From an optimization exercise on the open Yosys and OpenROAD flow, aimed at small area, a short achievable clock period and few clock cycles; shortcuts taken in it are not production practice.
Where RTL was checked, it was by simulation tests only, not by an equivalence proof against the original.

Design cc_pi, start of the top module:
module cc_pi (
    input  wire        clk,
    input  wire        rst,           
    input  wire        in_valid,
    output wire        in_ready,
    input  wire [31:0] in_e,
    input  wire [31:0] in_ff,
    input  wire [31:0] in_r,          
    input  wire [31:0] in_kp,
    input  wire [31:0] in_kit,
    input  wire [31:0] in_lo,
    input  wire [31:0] in_hi,
    input  wire [31:0] in_i0,
    output reg         out_valid,
    output wire [31:0] out_y,
    output wire [31:0] out_i,
    output reg         out_held
);
Size in the first run: ~7100 cells after synthesis, about 330 I/O pins.
export LEC_CHECK = 0
export ABC_AREA = 1
export CAP_MARGIN = 20
export CORE_MARGIN = 2
export CORE_UTILIZATION = 40
export SLEW_MARGIN = 20
export TNS_END_PERCENT = 0
create_clock -name core_clock -period 30.0 [get_ports {clk}]
standard.sh (not shown) runs the stock make flow with config.mk's settings and CLKGATE_MAP_FILE= SYNTH_SCRIPT=/design/flow/synth_recipe.tcl, a recipe that flattens the netlist after the stock synthesis.
==> flow/flow/run.sh <==
#!/bin/bash
# Standard layout (the standard.sh, unchanged synthesis and steps), with
# repair_timing asked to aim for a larger setup slack than the clock needs,
# so that it shortens the critical paths. Constraints are the design's.
set -euo pipefail
MARGIN=${MARGIN:-$(cat flow/margin.txt)}
bash standard.sh finish SETUP_SLACK_MARGIN=$MARGIN > flow_make.log 2>&1
==> flow/flow/margin.txt <==
21
Testbench counts at the start, summed over its fixed seeds: cycles 9,352.
Rerun with:
==> flow/flow/margin.txt (replaced) <==
19
Settings changed: TNS_END_PERCENT 0 to not set.
After rerunning:
- routed wire length is higher by about 0.6%
- area after synthesis does not change
- count of clock-buffer cells in the layout is higher by 5
- hold slack gets better by 0.040 ns
Rerun with:
==> flow/flow/margin.txt (replaced) <==
20
Settings changed: PLACE_DENSITY set to 0.72, TNS_END_PERCENT set to 0.
Outcome:
- The new run completed without violations
- critical path depth shrinks by 3
- clock skew grows by 0.015 ns
- final area grows by about 2.7%
- die area is unchanged
- utilization climbs by 1.3 points
- cell count went up by 0.73%
- global-route usage is lower by 0.95 points
- routed wire length goes down by about 2.7%
- area after synthesis does not change
- worst setup slack is better by 0.49 ns
Rerun with:
Settings changed: PLACE_DENSITY 0.72 to not set.
Fmax fell by 1.0%.
Cell count went down by 0.62%.
Cell area goes down by 2.5%.


Another version of the RTL of cc_pi (not shown whole).
Size in the first run: roughly 7000 cells after synthesis, about 460 flip-flops, ~330 I/O pins, ~49000 µm² of cells after synthesis.
==> flow/design.v (excerpt) <==
module cc_pi (
    input  wire        clk,
    input  wire        rst,           
    input  wire        in_valid,
    output wire        in_ready,
    input  wire [31:0] in_e,
    input  wire [31:0] in_ff,
    input  wire [31:0] in_r,          
    input  wire [31:0] in_kp,
    input  wire [31:0] in_kit,
    input  wire [31:0] in_lo,
    input  wire [31:0] in_hi,
    input  wire [31:0] in_i0,
    output reg         out_valid,
    output wire [31:0] out_y,
    output wire [31:0] out_i,
    output reg         out_held
);
export LEC_CHECK = 0
export ABC_AREA = 1
export CAP_MARGIN = 20
export CORE_MARGIN = 2
export CORE_UTILIZATION = 40
export SLEW_MARGIN = 20
create_clock -name core_clock -period 30.0 [get_ports {clk}]
==> flow/flow/margin.txt <==
18
Scripts as last shown in full above: flow/flow/run.sh
The starting point went through all stages and came out clean.
Next try:
==> flow/flow/margin.txt (replaced) <==
20
Effect: Final cell count climbs by 3.8%; worst setup slack improved by 1.6 ns; clock-buffer cell count is unchanged; synthesized area does not change; global-route usage goes up by 1.3 points.
Next try:
==> flow/flow/margin.txt (replaced) <==
17
The changed run completed without violations.
Critical path depth fell by 9.
Design area decreases by about 14%.
Sequential cell count does not change.
Maximum frequency fell by 19%.
Global-route usage goes down by 1.5 points.
Utilization drops by 7.2 points.
Setup slack loses 2.4 ns.
Next try:
==> flow/flow/margin.txt (replaced) <==
19
After rerunning:
- routed wire length came out higher by 2.5%
- first-iteration DRC count came out lower by 1.9%
- worst hold slack loses 0.011 ns
No run of this note included a check of the RTL's function; only the layout flow was run.


Setup of the reference run:
cc_pi with an RTL version that a note above also has.
For scale: ~7,100 cells after synthesis, roughly 330 I/O pins, about 0.049 mm² of cells after synthesis.
Settings: LEC_CHECK=0, ABC_AREA=1, CAP_MARGIN=20, CORE_MARGIN=2, CORE_UTILIZATION=40, SLEW_MARGIN=20, TNS_END_PERCENT=0; clock period 30.0 ns.
==> flow/flow/margin.txt <==
22
Scripts as last shown in full above: flow/flow/run.sh
Testbench counts of the reference run, summed over its fixed seeds: cycles 9,352.
## Diff of input files: the trial run against the reference run
==> flow/flow/run.sh <==
#!/bin/bash
# Standard layout (the standard.sh, unchanged synthesis and steps), with
# repair_timing asked to aim for a larger setup slack than the clock needs,
# so that it shortens the critical paths, and the buffers that synthesis put
# in removed before placement so that repair buffers the nets itself.
# Constraints are the design's.
set -euo pipefail
MARGIN=${MARGIN:-$(cat flow/margin.txt)}
bash standard.sh finish SETUP_SLACK_MARGIN=$MARGIN REMOVE_ABC_BUFFERS=1 > flow_make.log 2>&1
==> flow/flow/margin.txt <==
20
Notes after the runs:
Going from the reference run to the trial run, cell area lower, via count of the first global-routing pass lost 2,127. Lower final cycle utilization of the critical path among the reference run and the trial run: the reference run. Looking at standard cell with the maximum stage delay on the critical path, the dfxtp_2 result is from the reference run; the ha_1 one comes from the trial run.


sierra:
cc_pi again, from the RTL that the note above started with.
Settings: LEC_CHECK=0, ABC_AREA=1, CAP_MARGIN=5, CORE_MARGIN=2, CORE_UTILIZATION=40, SLEW_MARGIN=5, TNS_END_PERCENT=0; clock period 30.0 ns.
==> flow/flow/run.sh <==
#!/bin/bash
# Standard layout (the standard.sh, unchanged synthesis and steps), with
# repair_timing asked to aim for a larger setup slack than the clock needs,
# so that it shortens the critical paths. Constraints are the design's.
set -euo pipefail
MARGIN=${MARGIN:-$(cat flow/margin.txt)}
bash standard.sh finish SETUP_SLACK_MARGIN=$MARGIN > flow_make.log 2>&1
==> flow/flow/margin.txt <==
20
sierra ran to completion and came out clean on the timing, design-rule and antenna checks.
Testbench counts of sierra, summed over its fixed seeds: cycles 9,352.
> inputs changed (sierra -> delta)
- a change of CORE_UTILIZATION from 40 to 55
- an added PLACE_DENSITY of 0.7
- a change of CAP_MARGIN from 5 to 20
- a deleted TNS_END_PERCENT that had been 0
- a change of SLEW_MARGIN from 5 to 20
==> flow/flow/margin.txt <==
19
Findings:
- delta completed every stage of the flow, and the final layout passed the timing, design-rule and antenna checks.
- Changes observed in delta relative to sierra: global-route usage over all layers higher; final instance area moved down.
- Compared with sierra, in delta end-of-flow core utilization shows an increase of 16 points, clock slew at the register clock pins of the worst setup and hold paths was more or less identical, non-clock inverter instance count of the final layout rose about 0.4%.

==> re-timing with driven ports <==
The flow's constraints put no driver on any port. The routed layouts listed below were extracted and timed again, unchanged, in two steps.
Step 1 (the two cells are an assumption about what drives the block):
set clk [get_ports {clk}]
set_driving_cell -lib_cell sky130_fd_sc_hd__clkbuf_16 $clk
set_driving_cell -lib_cell sky130_fd_sc_hd__buf_2 [delete_from_list [all_inputs] $clk]
Step 2 adds t to the input delays and takes it off the output delays; t is the mean of the earliest and latest rising clock arrival at the registers after step 1. Input paths then give back, and output paths get back, about the clock's delay inside the block.
Slacks: ideal / step 1 / step 2; pairs: ideal / step 1.
run	shift t [ns]	setup WS [ns]	slew at the worst register clock pin (ns)
the first run of note 1	0.745	19.804 / 19.804 / 19.804	0.07 / 0.07
the second run of note 1	0.760	19.290 / 19.290 / 19.290	0.08 / 0.08
the third run of note 1	0.720	19.781 / 19.781 / 19.781	0.10 / 0.10
the fourth run of note 1	0.736	19.676 / 19.676 / 19.676	0.07 / 0.07
the first run of note 2	0.707	18.506 / 18.506 / 18.506	0.07 / 0.07
the second run of note 2	0.708	20.082 / 20.082 / 20.082	0.07 / 0.07
the third run of note 2	0.708	17.722 / 17.722 / 17.722	0.07 / 0.07
the fourth run of note 2	0.708	19.426 / 19.426 / 19.426	0.07 / 0.07
the reference run	0.745	19.804 / 19.804 / 19.804	0.07 / 0.07
the trial run	0.750	19.465 / 19.465 / 19.465	0.08 / 0.08
sierra	0.736	19.659 / 19.659 / 19.659	0.07 / 0.07
delta	0.724	19.274 / 19.274 / 19.274	0.10 / 0.10
After both steps every run listed still meets setup and hold.
